Source: an optimization exercise on an open RTL-to-GDS flow (aim: small area, a short achievable clock period and few clock cycles). Production flows keep margins and buffers that such runs may drop.
In this exercise RTL edits were held to simulation tests only and were not proved equivalent to the original.
Power and IR drop assume default switching activity.

<file path="design/flow/flow/run.sh">
#!/bin/bash
# Standard ORFS layout with two changes to how it is made (constraints are
# unchanged): the port buffers are buf_4 rather than the flow's default pick,
# and repair_timing after CTS and after global routing works towards a setup
# slack of SETUP_SLACK_MARGIN instead of 0.
set -euo pipefail
bash standard.sh "BUFFER_PORTS_ARGS=-buffer_cell sky130_fd_sc_hd__buf_4" \
    SETUP_SLACK_MARGIN=18.4 finish > orfs_make.log 2>&1
</file>
<file path="design/flow/constraint.sdc">
create_clock -name core_clock -period 24.0 [get_ports {clk}]
set_input_delay 4.8000 -clock core_clock [delete_from_list [all_inputs] [get_ports {clk}]]
set_output_delay 4.8000 -clock core_clock [all_outputs]
set_load 0.01 [all_outputs]
</file>
<file path="design/flow/standard.sh">
#!/bin/bash
# synth_recipe.tcl (not shown) runs the flow's synth.tcl, then flattens the netlist and writes it again
# the make line also repeats each setting of config.mk as NAME=value (left out here)
make -C /OpenROAD-flow-scripts/flow DESIGN_CONFIG=/design/flow/config.mk WORK_HOME=/design/flow/orfs CLKGATE_MAP_FILE= SYNTH_SCRIPT=/design/flow/synth_recipe.tcl "${@:-finish}"
</file>
<file path="design/flow/config.mk">
export PLATFORM = sky130hd
export DESIGN_NAME = cvu
export DESIGN_NICKNAME = cvu
export VERILOG_FILES = /design/flow/design.v
export SDC_FILE = /design/flow/constraint.sdc
export NUM_CORES = 4
export LEC_CHECK = 0
export CAP_MARGIN = 30
export CORE_MARGIN = 2
export CORE_UTILIZATION = 30
export PLACE_DENSITY = 0.5
export SLEW_MARGIN = 30
</file>
<file path="design/flow/design.v">
module cvu (
    input  wire        clk,
    input  wire        rst,       
    input  wire        req,
    input  wire        we,
    input  wire [3:0]  addr,      
    input  wire [31:0] wdata,
    output wire        ready,
    output reg         rvalid,
    output reg  [31:0] rdata
);
    localparam A_CFG      = 4'd0;
    localparam A_CTRL     = 4'd1;
    localparam A_POLY_LO  = 4'd2;
    localparam A_POLY_HI  = 4'd3;
    localparam A_INIT_LO  = 4'd4;
    localparam A_INIT_HI  = 4'd5;
    localparam A_VALUE_LO = 4'd6;
    localparam A_VALUE_HI = 4'd7;
    localparam A_RES_LO   = 4'd8;
    localparam A_RES_HI   = 4'd9;
    localparam A_DATA8    = 4'd10;
    localparam A_DATA16   = 4'd11;
    localparam A_DATA32   = 4'd12;
    integer i, j;
    reg  [5:0]  width;            
    reg         refin, refout, finv, mode;
    reg  [63:0] poly, init_v;     
    reg  [63:0] pa;               
    reg  [63:0] va;               
    reg  [5:0]  va_sh;
    reg         canon;            
    reg         va_sh0;           
    reg  [31:0] minv;             
    reg  [1:0]  bc;               
    reg         boot;             
    reg  [31:0] poly_lo_hold, init_lo_hold, value_lo_hold;
    reg         plh_ok, ilh_ok, vlh_ok;
    reg  [31:0] poly_hi_latch, init_hi_latch, value_hi_latch, res_hi_latch;
    reg         phl_ok, ihl_ok, vhl_ok, rhl_ok;
    reg         poly_ok, init_ok;
    reg         s_v;
    reg  [3:0]  s_a;
    reg  [31:0] s_d;              
    reg         s_feed, s_t8, s_t16, s_rd, s_res;
    reg         s_cfg, s_ctrl, s_phi, s_ihi, s_vhi, s_plo, s_ilo, s_vlo;
    reg         ready_r;
    assign ready = ready_r;
    wire acc = req && ready_r;
    wire reflect = !mode && refout;
    wire [5:0] va_want = mode ? 6'd0 : ~width;
    wire need_canon = s_feed || (s_res && reflect);
    wire blocked = need_canon && (!canon || (s_feed && !mode && boot));
    wire exec   = s_v && !blocked;
    wire conv   = s_v && need_canon && !canon;     
    wire conv_r = conv && !va_sh0;                 
    wire conv_l = conv && va_sh0;                  
    wire w_cfg  = exec && s_cfg;
    wire w_ctrl = exec && s_ctrl;
    wire w_phi  = exec && s_phi;
    wire w_ihi  = exec && s_ihi;
    wire w_vhi  = exec && s_vhi;
    wire w_crc  = exec && s_feed && !mode;
    wire w_sum  = exec && s_feed && mode;
    wire rd     = exec && s_rd;
    wire [63:0] mask     = {64{1'b1}} >> ~width;
    wire [63:0] new_mask = {64{1'b1}} >> ~s_d[5:0];
    wire [6:0]  keep_top = {1'b0, va_sh} + {1'b0, s_d[5:0]};
    reg  [63:0] va_keep;
    always @* begin
        for (i = 0; i < 64; i = i + 1)
            va_keep[i] = (i <= keep_top);
    end
    reg  [31:0] lo_hold;
    always @* begin
        lo_hold = ({32{s_phi && plh_ok}} & poly_lo_hold)
                | ({32{s_ihi && ilh_ok}} & init_lo_hold)
                | ({32{s_vhi && vlh_ok}} & value_lo_hold);
    end
    wire [63:0] hi_val = {s_d, lo_hold} & mask;
    reg  [63:0] va_rev;
    always @* begin
        for (i = 0; i < 64; i = i + 1)
            va_rev[i] = va[63 - i];
    end
    reg         l_va, l_rev_in, l_poly, l_init;
    reg  [5:0]  l_amt;
    reg  [63:0] l_in;
    always @* begin
        if (l_va)
            l_in = va;
        else if (l_rev_in)
            l_in = va_rev;
        else if (l_poly)
            l_in = poly_ok ? poly : 64'd0;
        else if (l_init)
            l_in = init_ok ? init_v : 64'd0;
        else
            l_in = hi_val;
    end
    wire [63:0] l_out = l_in << l_amt;
    reg  [63:0] l_rev;
    always @* begin
        for (i = 0; i < 64; i = i + 1)
            l_rev[i] = l_out[63 - i];
    end
    wire [63:0] result = (reflect ? va_rev : l_rev) ^ (finv ? mask : 64'd0);
    reg  [31:0] vtop, mb;
    always @* begin
        for (i = 0; i < 32; i = i + 1) begin
            if (s_t8)
                vtop[i] = (i >= 24) ? va[87 - i] : 1'b0;
            else if (s_t16)
                vtop[i] = (i >= 16) ? va[79 - i] : 1'b0;
            else
                vtop[i] = va[63 - i];
        end
        if (boot) begin
            mb[0] = 1'b1;
            for (i = 1; i < 32; i = i + 1)
                mb[i] = pa[64 - i];
        end else begin
            mb = s_d ^ vtop;
        end
    end
    reg  [31:0] prod;
    reg  [31:0] pterm;
    always @* begin
        for (i = 0; i < 32; i = i + 1) begin
            pterm = 32'd0;
            for (j = 0; j <= i; j = j + 1)
                pterm[j] = minv[i - j] & mb[j];
            prod[i] = ^pterm;
        end
    end
    wire [31:0] t = prod;
    function [14:0] cm8(input [7:0] a, input [7:0] b);
        integer x, y;
        begin
            cm8 = 15'd0;
            for (x = 0; x < 8; x = x + 1)
                for (y = 0; y < 8; y = y + 1)
                    cm8[x + y] = cm8[x + y] ^ (a[x] & b[y]);
        end
    endfunction
    function [30:0] cm16k(input [15:0] a, input [15:0] b);
        reg [14:0] l, h, m;
        begin
            l = cm8(a[7:0], b[7:0]);
            h = cm8(a[15:8], b[15:8]);
            m = cm8(a[7:0] ^ a[15:8], b[7:0] ^ b[15:8]);
            cm16k = {16'd0, l} ^ ({16'd0, m ^ l ^ h} << 8) ^ ({16'd0, h} << 16);
        end
    endfunction
    function [15:0] lm16(input [15:0] a, input [15:0] b);    
        integer x, y;
        begin
            lm16 = 16'd0;
            for (x = 0; x < 16; x = x + 1)
                for (y = 0; y + x < 16; y = y + 1)
                    lm16[x + y] = lm16[x + y] ^ (a[x] & b[y]);
        end
    endfunction
    reg  [63:0] va_n;
    reg  [31:0] tp;
    always @* begin
        if (s_t8)
            va_n = va << 8;
        else if (s_t16)
            va_n = va << 16;
        else
            va_n = va << 32;
        for (i = 0; i < 32; i = i + 1)
            tp[i] = t[31 - i];
    end
    wire [15:0] tp0 = tp[15:0], tp1 = tp[31:16];
    wire [30:0] km_l  = cm16k(tp0, pa[15:0]);
    wire [30:0] km_h  = cm16k(tp1, pa[31:16]);
    wire [30:0] km_m  = cm16k(tp0 ^ tp1, pa[15:0] ^ pa[31:16]);
    wire [30:0] km_lc = cm16k(tp0, pa[47:32]);
    wire [15:0] km_x  = lm16(tp0, pa[63:48]) ^ lm16(tp1, pa[47:32]);
    wire [63:0] va_crc = va_n ^ {33'd0, km_l} ^ ({33'd0, km_m ^ km_l ^ km_h} << 16)
                       ^ ({33'd0, km_h} << 32) ^ {1'b0, km_lc, 32'd0} ^ {km_x, 48'd0};
    reg  [31:0] prod_sq;
    always @* begin
        prod_sq = 32'd0;
        for (i = 0; i < 16; i = i + 1)
            prod_sq[2 * i] = prod[i];
    end
    wire [9:0]  cs_a = {2'd0, s_d[7:0]};
    wire [9:0]  cs_b = {2'd0, s_d[15:8]};
    wire [9:0]  cs_c = {2'd0, s_d[23:16]};
    wire [9:0]  cs_d = {2'd0, s_d[31:24]};
    wire [10:0] cs1_s = {1'b0, cs_a ^ cs_b ^ cs_c};
    wire [10:0] cs1_c = {(cs_a & cs_b) | (cs_a & cs_c) | (cs_b & cs_c), 1'b0};
    wire [10:0] cs2_s = cs1_s ^ cs1_c ^ {1'b0, cs_d};
    wire [10:0] cs2_c = {(cs1_s[9:0] & cs1_c[9:0]) | (cs1_s[9:0] & cs_d) | (cs1_c[9:0] & cs_d), 1'b0};
    wire [10:0] cs_v  = {1'b0, va[9:0]};
    wire [10:0] cs3_s = cs2_s ^ cs2_c ^ cs_v;
    wire [10:0] cs3_c = {(cs2_s[9:0] & cs2_c[9:0]) | (cs2_s[9:0] & cs_v[9:0]) | (cs2_c[9:0] & cs_v[9:0]), 1'b0};
    reg  [10:0] pg_g, pg_p, sum_lo;
    reg  [10:0] ng, np;
    integer k;
    always @* begin
        pg_g = cs3_s & cs3_c;
        pg_p = cs3_s ^ cs3_c;
        for (k = 0; k < 4; k = k + 1) begin
            ng = pg_g;
            np = pg_p;
            for (i = 0; i < 11; i = i + 1)
                if ((i >> k) & 1) begin
                    j = ((i >> k) << k) - 1;
                    ng[i] = pg_g[i] | (pg_p[i] & pg_g[j]);
                    np[i] = pg_p[i] & pg_p[j];
                end
            pg_g = ng;
            pg_p = np;
        end
        sum_lo = (cs3_s ^ cs3_c) ^ {pg_g[9:0], 1'b0};
    end
    wire [53:0] va_inc = va[63:10] + 54'd1;
    wire [63:0] va_sum = {sum_lo[10] ? va_inc : va[63:10], sum_lo[9:0]} & mask;
    wire       mode_n   = w_cfg ? s_d[12] : mode;
    wire       refin_n  = w_cfg ? s_d[8] : refin;
    wire       refout_n = w_cfg ? s_d[9] : refout;
    wire [5:0] width_n  = w_cfg ? s_d[5:0] : width;
    wire [5:0] va_sh_n  = (w_ctrl || w_vhi || conv_l) ? va_want : conv_r ? 6'd0 : va_sh;
    wire [5:0] va_want_n = mode_n ? 6'd0 : ~width_n;
    wire       canon_n  = va_sh_n == va_want_n;
    wire [1:0] bc_n     = (w_cfg || w_phi) ? 2'd3 : boot ? bc - 2'd1 : 2'd0;
    wire       boot_n   = w_cfg || w_phi || bc[1];
    wire       feed_blk_n = !canon_n || (!mode_n && boot_n);
    wire       res_blk_n  = !canon_n && !mode_n && refout_n;
    wire       stay     = s_v && !exec;
    wire       reflect_n = !mode_n && refout_n;
    wire       in_feed = we && (addr == A_DATA8 || addr == A_DATA16 || addr == A_DATA32);
    wire       in_res  = !we && addr == A_RES_LO;
    reg  [31:0] in_bits, in_d;
    always @* begin
        for (i = 0; i < 32; i = i + 1)
            in_bits[i] = (refin_n || mode_n) ? wdata[i] : wdata[(i & ~7) + 7 - (i & 7)];
        case (addr)
            A_DATA8:  in_d = {in_bits[7:0], 24'd0};
            A_DATA16: in_d = {in_bits[15:0], 16'd0};
            A_DATA32: in_d = in_bits;
            default:  in_d = wdata;
        endcase
    end
    wire       nf_rd   = acc ? !we : s_rd;
    wire       nf_cfg  = acc ? (we && addr == A_CFG) : s_cfg;
    wire       nf_ctrl = acc ? (we && addr == A_CTRL && wdata[0]) : s_ctrl;
    wire       nf_phi  = acc ? (we && addr == A_POLY_HI) : s_phi;
    wire       nf_feed = acc ? in_feed : s_feed;
    wire       nf_res  = acc ? in_res : s_res;
    wire [5:0] nd_w    = acc ? in_d[5:0] : s_d[5:0];
    wire       conv_nx  = (nf_feed || (nf_res && reflect_n)) && !canon_n;
    wire       convl_nx = conv_nx && va_sh_n == 6'd0;
    wire       l_va_n   = convl_nx;
    wire       l_rev_n  = !convl_nx && (conv_nx || nf_rd);
    wire       l_poly_n = !conv_nx && !nf_rd && nf_cfg;
    wire       l_init_n = !conv_nx && !nf_rd && !nf_cfg && nf_ctrl;
    wire [5:0] l_amt_n  = convl_nx ? va_want_n
                        : (conv_nx || nf_rd) ? va_sh_n
                        : nf_cfg ? ~nd_w
                        : nf_phi ? ~width_n : va_want_n;
    wire [31:0] minv_start = {25'd0, l_out[63] ^ l_out[61], 1'b0,
                              l_out[63] ^ l_out[62], 1'b0, l_out[63], 1'b0, 1'b1};
    always @(posedge clk) begin
        if (acc) begin
            s_a    <= addr;
            s_d    <= in_d;
            s_feed <= in_feed;
            s_t8   <= addr == A_DATA8;
            s_t16  <= addr == A_DATA16;
            s_rd   <= !we;
            s_res  <= in_res;
            s_cfg  <= we && addr == A_CFG;
            s_ctrl <= we && addr == A_CTRL && wdata[0];
            s_phi  <= we && addr == A_POLY_HI;
            s_ihi  <= we && addr == A_INIT_HI;
            s_vhi  <= we && addr == A_VALUE_HI;
            s_plo  <= we && addr == A_POLY_LO;
            s_ilo  <= we && addr == A_INIT_LO;
            s_vlo  <= we && addr == A_VALUE_LO;
        end
    end
    always @(posedge clk) begin
        if (rst) begin
            width         <= 6'd31;
            refin         <= 1'b0;
            refout        <= 1'b0;
            finv          <= 1'b0;
            mode          <= 1'b0;
            poly_ok       <= 1'b0;
            init_ok       <= 1'b0;
            pa            <= 64'd0;
            va            <= 64'd0;
            va_sh         <= 6'd32;
            canon         <= 1'b1;
            va_sh0        <= 1'b0;
            l_va          <= 1'b0;
            l_rev_in      <= 1'b0;
            l_poly        <= 1'b0;
            l_init        <= 1'b0;
            l_amt         <= 6'd0;
            minv          <= 32'd1;
            bc            <= 2'd0;
            boot          <= 1'b0;
            plh_ok        <= 1'b0;
            ilh_ok        <= 1'b0;
            vlh_ok        <= 1'b0;
            s_v           <= 1'b0;
            ready_r       <= 1'b1;
        end else begin
            if (acc)
                s_v <= 1'b1;
            else if (exec)
                s_v <= 1'b0;
            ready_r <= !((((acc && in_feed) || (stay && s_feed)) && feed_blk_n)
                      || (((acc && in_res) || (stay && !s_feed)) && res_blk_n));
            bc    <= bc_n;
            boot  <= boot_n;
            va_sh <= va_sh_n;
            canon <= canon_n;
            va_sh0 <= va_sh_n == 6'd0;
            l_va     <= l_va_n;
            l_rev_in <= l_rev_n;
            l_poly   <= l_poly_n;
            l_init   <= l_init_n;
            l_amt    <= l_amt_n;
            if (w_cfg || w_phi)
                minv <= minv_start;
            else if (bc == 2'd1)
                minv <= prod;
            else if (boot)
                minv <= prod_sq;
            if (w_cfg) begin
                width  <= s_d[5:0];
                refin  <= s_d[8];
                refout <= s_d[9];
                finv   <= s_d[10];
                mode   <= s_d[12];
            end
            if (w_cfg || w_phi)
                pa <= l_out;
            if (w_phi)
                poly_ok <= 1'b1;
            if (w_ihi)
                init_ok <= 1'b1;
            if (exec && s_plo)
                plh_ok <= 1'b1;
            else if (w_phi)
                plh_ok <= 1'b0;
            if (exec && s_ilo)
                ilh_ok <= 1'b1;
            else if (w_ihi)
                ilh_ok <= 1'b0;
            if (exec && s_vlo)
                vlh_ok <= 1'b1;
            else if (w_vhi)
                vlh_ok <= 1'b0;
            if (w_crc)
                va <= va_crc;
            else if (w_sum)
                va <= va_sum;
            else if (w_ctrl || w_vhi || conv_l)
                va <= l_out;
            else if (conv_r)
                va <= l_rev;
            else if (w_cfg)
                va <= va & va_keep;
        end
    end
    always @(posedge clk) begin
        if (w_cfg) begin
            poly   <= poly & new_mask;
            init_v <= init_v & new_mask;
        end
        if (w_phi)
            poly <= hi_val;
        if (w_ihi)
            init_v <= hi_val;
        if (exec && s_plo)
            poly_lo_hold <= s_d;
        if (exec && s_ilo)
            init_lo_hold <= s_d;
        if (exec && s_vlo)
            value_lo_hold <= s_d;
        if (rd) begin
            case (s_a)
                A_POLY_LO:  poly_hi_latch  <= poly[63:32];
                A_INIT_LO:  init_hi_latch  <= init_v[63:32];
                A_VALUE_LO: value_hi_latch <= l_rev[63:32];
                A_RES_LO:   res_hi_latch   <= result[63:32];
                default: ;
            endcase
            case (s_a)
                A_CFG:      rdata <= {19'd0, mode, 1'b0, finv, refout, refin, 2'd0, width};
                A_POLY_LO:  rdata <= poly_ok ? poly[31:0] : 32'd0;
                A_POLY_HI:  rdata <= phl_ok ? poly_hi_latch : 32'd0;
                A_INIT_LO:  rdata <= init_ok ? init_v[31:0] : 32'd0;
                A_INIT_HI:  rdata <= ihl_ok ? init_hi_latch : 32'd0;
                A_VALUE_LO: rdata <= l_rev[31:0];
                A_VALUE_HI: rdata <= vhl_ok ? value_hi_latch : 32'd0;
                A_RES_LO:   rdata <= result[31:0];
                A_RES_HI:   rdata <= rhl_ok ? res_hi_latch : 32'd0;
                default:    rdata <= 32'd0;
            endcase
        end
    end
    always @(posedge clk) begin
        if (rst) begin
            rvalid <= 1'b0;
            phl_ok <= 1'b0;
            ihl_ok <= 1'b0;
            vhl_ok <= 1'b0;
            rhl_ok <= 1'b0;
        end else begin
            rvalid <= rd;
            if (rd) begin
                case (s_a)
                    A_POLY_LO:  phl_ok <= poly_ok;
                    A_INIT_LO:  ihl_ok <= init_ok;
                    A_VALUE_LO: vhl_ok <= 1'b1;
                    A_RES_LO:   rhl_ok <= 1'b1;
                    default: ;
                endcase
            end
        end
    end
endmodule
</file>
==> metrics.md, run 1 <==
| Metric | Value |
|---|---|
| Startpoint Class | `flop` |
| Layout Skew | `0.0691 ns` |
| Seq/Total Area, Yosys | `0.256` |
| # IOs | `74` |
| # setup viols final | `0` |
| Clock Path Buffers | `3` |
| Vias in the first global route | `64,539` |
| Die height | `475 um` |
| Hold path depth | `2` |
| # fillers | `22,621` |
| Worst Setup Path Type | `flop to primary output` |
| Flop2flop setup slack | `18.02 ns` |
| Synth cell types | `92` |
| Syn-to-layout area delta | `23.8%` |
| Die X | `475 um` |
| Cell Chain, Critical Path | `buf_6` |
| All-Layer GR Usage | `0.363` |
| Net Count, Synth | `8,467` |
| HP Class | `flop to flop` |
| Ys flop type | `edfxtp_1` |
| Synth warn | `1` |
| Tcrit/Tclk final | `0.253` |
| EDFF count, synth | `427` |
| Minimum clock period | `6.06 ns` |
| Yosys top cell by area | `edfxtp_1` |
| R2R depth | `22` |
| Depth of the CTS H-tree | `3` |
| Setup repair after global routing missed its margin | `true` |
| Final Hold Fails | `0` |
| Global-route wire length before repair | `569,000 um` |
| Hold Slack | `0.455 ns` |
| Die ar. | `225,000 um2` |
| Worst r2r dst | `va[35]` |
| Antenna viol nets, final | `0` |
| Reg2Reg Launch Point | `s_t8` |
| Final WL | `427,000 um` |
| CORE AREA | `220,000 um2` |
| DRT iter0 DRCs | `11,913` |
| TritonCTS buffer count | `77` |
| Critical path arrival | `1.26 ns` |
| Worst-path fanout max | `1` |
| Cells after Synth | `8,381` |
| Synth area leaders | `edfxtp_1 19%, xnor2_1 15%, nand2_1 9.2%` |
| Wire length per cell | `36.9 um` |
| Slew margin rel. | `0.204` |
| Port-buffer cells | `73` |
| Layout Nets | `8,615` |
| Initial DRT Pass Iterations | `7` |
| Required time of the critical path | `19.20 ns` |
| Total power | `4.81 mW` |
| Hold_buf cts | `0` |
| Status | `timing/DRC/antenna clean` |
| Max Cap Viol | `0` |
| Share of layout cells above drive strength 1 | `0.191` |
| Reg clk slew, reported paths | `0.08 ns` |
| Asr flop ratio synth | `0` |
| CP max-delay cell | `edfxtp_1` |
| Largest net degree at the start of global routing | `89` |
| Buf/Inv on CP | `1` |
| Cell area after layout | `82,300 um2` |
| Netlist Area Pre-Place | `66,500 um2` |
| Crit end category | `primary output` |
| Clock root cell | `clkbuf_16` |
| CTS tree | `yes` |
| Crit path largest cell delay | `0.41 ns` |
| Rows | `172` |
| Crit-path leading delay family | `flip-flops` |
| CTS Sinks | `636` |
| # DRC | `0` |
| Lkg Pwr | `29.4 nW` |
| Fin. max-slew vios | `0` |
| Vias/cell | `6.22` |
| Grt ovf | `0` |
| Peak VDD IR | `0.0522 mV` |
| #FFs+latches synth | `636` |
| Max Clk Rate | `0.165 GHz` |
| Clk Latency, worst-skew pair | `0.76 ns` |
| Worst Hold End | `pa[23]` |
| RePlAce Congestion | `1.08` |
| TNS Setup | `0 ns` |
| Hold_sp | `pa[23]` |
| Worst-margin pin slew | `1.19 ns` |
| Initial antenna violation count | `32` |
| Via count | `71,978` |
| Synthesized area per cell | `7.93 um2` |
| PwrDens | `58.5 nW/um2` |
| Dpl cell area | `71,100 um2` |
| Post-DP HPWL | `292,000 um` |
| Top-area cell type share of the netlist area | `0.193` |
| Initial Util | `0.302` |
-- cells in the final DEF (no fill, tap or decap), types with 122 or more instances in the layout --
cell and count:
nand2_1 1611, xnor2_2 140, edfxtp_1 427, nor2_1 578, a21oi_1 368, xnor2_1 985
nand3_1 428, mux2i_1 212, dfxtp_1 188, xor2_1 384, xnor3_1 122, o21ai_0 319
and3_1 138, buf_4 607
-- repair_timing --
action | in CTS | in global routing
pin swaps | 98 | 196
endpoints found under the setup margin | 265 | 134
gates resized for setup | 564 | 350
setup buffers | 214 | 143
cloned | 25 | 8
-- layout make-up --
class	instances	area (um2)	share of cell area
diodes	29	72.6	0.000882
well taps	2958	3700	0.0450
inverters	104	434	0.00528
clock buffers	103	2090	0.0253
multi-input cells	6866	50000	0.608
repair buffers	842	8510	0.103
flip-flops and latches	636	17100	0.207
repair inverters	2	21.3	0.000258
clock inverters	39	374	0.00455
-- Yosys cell counts (114+ instances only) --
| library cell | count |
|---|---|
| and3_1 | 142 |
| nand2_1 | 1631 |
| a21oi_1 | 386 |
| mux2i_1 | 230 |
| o21ai_0 | 361 |
| a211oi_1 | 114 |
| xnor2_1 | 1144 |
| nor2_1 | 621 |
| clkbuf_1 | 588 |
| xor2_1 | 415 |
| nand3_1 | 434 |
| dfxtp_1 | 209 |
| edfxtp_1 | 427 |
| xnor3_1 | 155 |
-- worst max-delay path by stage --
stage                     startpoint         to  slack [ns]  cells after the start
after global routing       rdata[11]  rdata[11]       17.91                      1
after CTS                  rdata[11]  rdata[11]       17.91                      1
after detailed placement        boot     va[35]       16.54                     19
after floorplan              addr[0]   l_amt[5]       17.50                     11
final                      rdata[11]  rdata[11]       17.94                      1
after global placement          boot     va[30]       16.55                     19
-- registers in the layout, indices dropped and copies added (netlist names), 64 cells and up --
signal	flops
init_v	64
poly	64
va	64
pa	64
-- report_power, final --
group / internal [mW] / switching, mW
clock: 0.651 / 0.547
sequential: 1.20 / 0.0342
combinational: 0.915 / 1.47
total: 2.76 / 2.05
-- kinds of logic after synthesis --
| group | count (synthesis) | synth area share |
|---|---|---|
| compound gates | 1619 | 0.162 |
| xor+xnor | 1744 | 0.267 |
| fa+ha+maj | 46 | 0.0117 |
| buf+inv | 882 | 0.0526 |
| flops | 636 | 0.256 |
| mux | 270 | 0.0442 |
| simple gates | 3184 | 0.207 |
-- through the flow --
stage / std cells / worst slack [ns] / util
3_5_place_dp: 11017 / 16.54 / 0.323
3_3_place_gp: 11013 / 16.55 / 0.323
5_1_grt: 11552 / 17.91 / 0.374
4_1_cts: 11398 / 17.91 / 0.359
6_report: 11579 / 17.94 / 0.374
2_1_floorplan: 8381 / 17.50 / -
-- metal layers --
metal  GRT usage  routed length, um  up-vias
met1       0.471             163000    35646
met3      0.0866              51200     1364
li1            -                  -    29300
met4       0.242              35800       12
met5           0                 90        -
met2       0.533             178000     5656
Testbench counts, summed over its fixed seeds: cycles 3,538.
==> run 2, diff against run 1 <==
==> design/flow/flow/run.sh (replaced) <==
#!/bin/bash
# Standard ORFS layout with two changes to how it is made (constraints are
# unchanged): the port buffers are buf_4 rather than the flow's default pick,
# and the repair_timing after CTS works towards a setup slack of
# SETUP_SLACK_MARGIN instead of 0.  Global and detailed routing then run as
# standard.
set -euo pipefail
PORTS="BUFFER_PORTS_ARGS=-buffer_cell sky130_fd_sc_hd__buf_4"
bash standard.sh "$PORTS" SETUP_SLACK_MARGIN=18 cts > orfs_make_cts.log 2>&1
bash standard.sh "$PORTS" finish > orfs_make_finish.log 2>&1
==> metrics.md, run 2 <==
| Metric | Value |
|---|---|
| Reg clk slew, reported paths | `0.06 ns (was 0.08 ns)` |
| Post-synth top cells | `1,631 x nand2_1, 1,144 x xnor2_1, 621 x nor2_1 (unchanged)` |
| DRT iter0 DRCs | `11,766 (was 11,913)` |
| Clk Latency, worst-skew pair | `0.76 ns (about the same)` |
| Global-route wire length before repair | `564,000 um (was 569,000 um)` |
| Hold_buf cts | `0 (unchanged)` |
| Clock root cell | `clkbuf_16 (unchanged)` |
| Post-DP HPWL | `295,000 um (was 292,000 um)` |
| Slew margin rel. | `0.207 (was 0.204)` |
| Clock power share | `0.299 (was 0.249)` |
| Net load switching power | `1.87 mW (was 2.05 mW)` |
| Worst r2r dst | `rdata[5] (was va[35])` |
| # DRC | `0 (unchanged)` |
| # fillers | `23,069 (was 22,621)` |
| EDFF count, synth | `427 (unchanged)` |
| Worst Setup Path Type | `flop to flop (was flop to primary output)` |
| Reg2Reg Launch Point | `width[4] (was s_t8)` |
| Minimum clock period | `6.43 ns (was 6.06 ns)` |
| Layout Nets | `8,276 (was 8,615)` |
| Ys flop type | `edfxtp_1 (unchanged)` |
| Commonest non-fill, non-tap cell in the layout | `nand2_1 (unchanged)` |
| Startpoint Class | `flop (unchanged)` |
| Die ar. | `225,000 um2 (unchanged)` |
| CP endpoint | `rdata[5] (was rdata[11])` |
| Tcrit/Tclk final | `0.268 (was 0.253)` |
| Count leader, synth | `nand2_1 (unchanged)` |
| # setup viols final | `0 (unchanged)` |
| Initial Util | `0.302 (unchanged)` |
| Depth of the CTS H-tree | `3 (unchanged)` |
| Synth area leaders | `edfxtp_1 19%, xnor2_1 15%, nand2_1 9.2% (unchanged)` |
| Antenna viol nets, final | `0 (unchanged)` |
| Asr flop ratio synth | `0 (unchanged)` |
| RePlAce Congestion | `1.05 (was 1.08)` |
| Via count | `69,288 (was 71,978)` |
| Cell area after layout | `75,500 um2 (was 82,300 um2)` |
| R2R depth | `19 (was 22)` |
| Share of layout cells above drive strength 1 | `0.119 (was 0.191)` |
| Peak VDD IR | `0.0510 mV (was 0.0522 mV)` |
| HP Class | `flop to flop (unchanged)` |
| Netlist Area Pre-Place | `66,500 um2 (unchanged)` |
| Vias in the first global route | `63,483 (was 64,539)` |
| All-Layer GR Usage | `0.360 (was 0.363)` |
| Initial antenna violation count | `22 (was 32)` |
| Worst-path fanout max | `29 (was 1)` |
| Fin. max-slew vios | `0 (unchanged)` |
| Syn-to-layout area delta | `13.5% (was 23.8%)` |
| Die X | `475 um (unchanged)` |
| Max Clk Rate | `0.155 GHz (was 0.165 GHz)` |
| Net Count, Synth | `8,467 (unchanged)` |
| Grt ovf | `0 (unchanged)` |
| Layout Skew | `0.0741 ns (was 0.0691 ns)` |
| CTS tree | `yes (unchanged)` |
| Final WL | `418,000 um (was 427,000 um)` |
| CP startpoint | `width[4] (was rdata[11])` |
| CP max-delay cell | `o21ai_1 (was edfxtp_1)` |
| TritonCTS buffer count | `79 (was 77)` |
| # IOs | `74 (unchanged)` |
| Synth cell types | `92 (unchanged)` |
| CTS Sinks | `636 (unchanged)` |
| Required time of the critical path | `24.38 ns (was 19.20 ns)` |
| Status | `timing/DRC/antenna clean (unchanged)` |
| Worst-margin pin slew | `1.19 ns (about the same)` |
| Port-buffer cells | `73 (unchanged)` |
| Final Hold Fails | `0 (unchanged)` |
| Cell Chain, Critical Path | `buf_4 -> buf_4 -> and3_1 -> buf_4 -> o211ai_1 -> a2bb2oi_1 -> o21ai_1 -> o211ai_1 -> a22oi_1 -> mux2_2 -> nor2_1 -> a211oi_1 -> a211oi_1 -> a211oi_1 -> a21oi_2 -> buf_4 -> o21ai_0 -> xor2_1 -> o221ai_1 (was buf_6)` |
| Vias/cell | `6.17 (was 6.22)` |
| Design internal power | `2.43 mW (was 2.76 mW)` |
| Synth warn | `1 (unchanged)` |
| Rows | `172 (unchanged)` |
| CORE AREA | `220,000 um2 (unchanged)` |
| Flop2flop setup slack | `17.57 ns (was 18.02 ns)` |
| Setup repair after global routing missed its margin | `false (was true)` |
| Top-area cell type share of the netlist area | `0.193 (unchanged)` |
| PwrDens | `57.0 nW/um2 (was 58.5 nW/um2)` |
| Clock Path Buffers | `3 (unchanged)` |
| Cells after Synth | `8,381 (unchanged)` |
| Most frequent cells in the layout | `1,623 x nand2_1, 1,100 x xnor2_1, 607 x nor2_1 (was 1,611 x nand2_1, 985 x xnor2_1, 607 x buf_4)` |
| Dpl cell area | `71,200 um2 (was 71,100 um2)` |
| Logic gate share of total power | `0.415 (was 0.495)` |
| Crit path largest cell delay | `0.64 ns (was 0.41 ns)` |
| Max Cap Viol | `0 (unchanged)` |
| Largest net degree at the start of global routing | `98 (was 89)` |
| Initial DRT Pass Iterations | `8 (was 7)` |
| #FFs+latches synth | `636 (unchanged)` |
| Die height | `475 um (unchanged)` |
| Most numerous cell on the critical path | `buf_4` |
| TNS Setup | `0 ns (unchanged)` |
| Seq/Total Area, Yosys | `0.256 (unchanged)` |
| Yosys top cell by area | `edfxtp_1 (unchanged)` |
| Switching Fraction | `0.436 (was 0.426)` |
| Critical path arrival | `6.81 ns (was 1.26 ns)` |
| Wire length per cell | `37.2 um (was 36.9 um)` |
| Synthesized area per cell | `7.93 um2 (unchanged)` |
| Flop pwr share | `0.286 (was 0.256)` |
| Lkg Pwr | `26.2 nW (was 29.4 nW)` |
| Crit end category | `flop (was primary output)` |
==> run 2: cell counts after synthesis <==
Identical to the previous run, type by type.
==> run 2: how the worst min path moves through the flow <==
stage	from	end	slack (ns)	cells past startpoint
final	pa[16]	pa[16]	0.47	2
after global routing	init_v[50]	init_hi_latch[18]	0.50	0
after CTS	pa[16]	pa[16]	0.47	2
after detailed placement	rhl_ok	rhl_ok	0.46	2
after global placement	pa[22]	pa[22]	0.45	2
after floorplan	rhl_ok	rhl_ok	0.43	2
==> run 2: power groups by stage <==
| stage | Sequential (mW) | Combinational [mW] | Clock [mW] |
|---|---|---|---|
| after floorplan | 1.24 | 0.860 | 0 |
| final | 1.23 | 1.78 | 1.29 |
| after global routing | 1.23 | 1.80 | 1.32 |
| after CTS | 1.23 | 1.71 | 1.29 |
| after global placement | 1.26 | 1.58 | 0 |
| after detailed placement | 1.26 | 1.59 | 0 |
==> run 2: worst max-delay path, delay by kind of cell (launching register included) <==
kind | cells | cell delay, ns
AO/OA/AOI/OAI | 11 | 3.04
XOR/XNOR | 1 | 0.58
buffers and inverters | 4 | 1.42
flip-flops | 1 | 0.34
multiplexers | 1 | 0.24
AND/OR/NAND/NOR | 2 | 0.41
==> run 2: layout make-up <==
class                      count  area [um2]  area share
clock buffer                 113        2270      0.0300
antenna                       23        57.6    0.000763
multi-input combinational   6864       47400       0.628
sequential                   636       17000       0.226
timing repair inverter         1        8.76    0.000116
tap                         2958        3700      0.0490
inverter                     104         414     0.00549
clock inverter                34         408     0.00541
timing repair buffer         504        4140      0.0549
==> run 2: metrics by stage <==
stage                     std cells  hold WS [ns]  power (mW)   util  setup slack, ns
final                         11237         0.474        4.30  0.343            17.57
after global routing          11218         0.496        4.35  0.343            17.53
after floorplan                8381         0.432        2.10      -            17.49
after global placement        11020         0.449        2.84  0.323            16.61
after CTS                     11213         0.471        4.23  0.343            17.82
after detailed placement      11027         0.463        2.85  0.324            16.72
==> run 2: what timing repair did <==
| item | in CTS | in global routing |
|---|---|---|
| resized for setup | 215 | 0 |
| endpoints found under the setup margin | 127 | 0 |
| setup buffers | 35 | 0 |
==> run 2: metal layers <==
layer	track usage	up-vias	wire [um]
met1	0.472	34376	163000
li1	-	28601	-
met5	0	-	27
met4	0.214	4	31600
met3	0.0862	1094	48200
met2	0.535	5213	176000
==> run 2: cells by family (layout without fill, tap and decap cells) <==
kind of cell,after synthesis,count (layout),share of synthesized area
XOR/XNOR,1744,1744,0.267
adder cells (fa/ha/maj),46,46,0.0117
buffers and inverters,882,756,0.0526
AO/OA/AOI/OAI,1619,1620,0.162
multiplexers,270,270,0.0442
AND/OR/NAND/NOR,3184,3184,0.207
flip-flops,636,636,0.256
other,0,23,0

## port drivers added, routing unchanged
No port has a modelled driver above. Below, the same layouts with a new extraction and two added sets of constraints.
Step 1 assumes that a clkbuf_16 drives the clock port and a buf_2 every other input.
Step 2 moves the port delays by t, midway between the first and last clock arrival at a register: inputs arrive t later, outputs are due t later. That takes back most of the time a late clock gives input paths.
Three values: ideal, step 1, step 2; two values: the first two.
run	shift t [ns]	setup WS [ns]	worst hold slack (ns)
run 1	0.800	17.937 / 17.863 / 17.127	0.455 / 0.455 / 0.455
run 2	0.800	17.568 / 17.568 / 17.064	0.474 / 0.474 / 0.474
After both steps setup and hold are still met in every run listed. For run 1, which loses most, drivers alone change the setup slack by -0.074 ns; drivers and shift together by -0.810 ns.
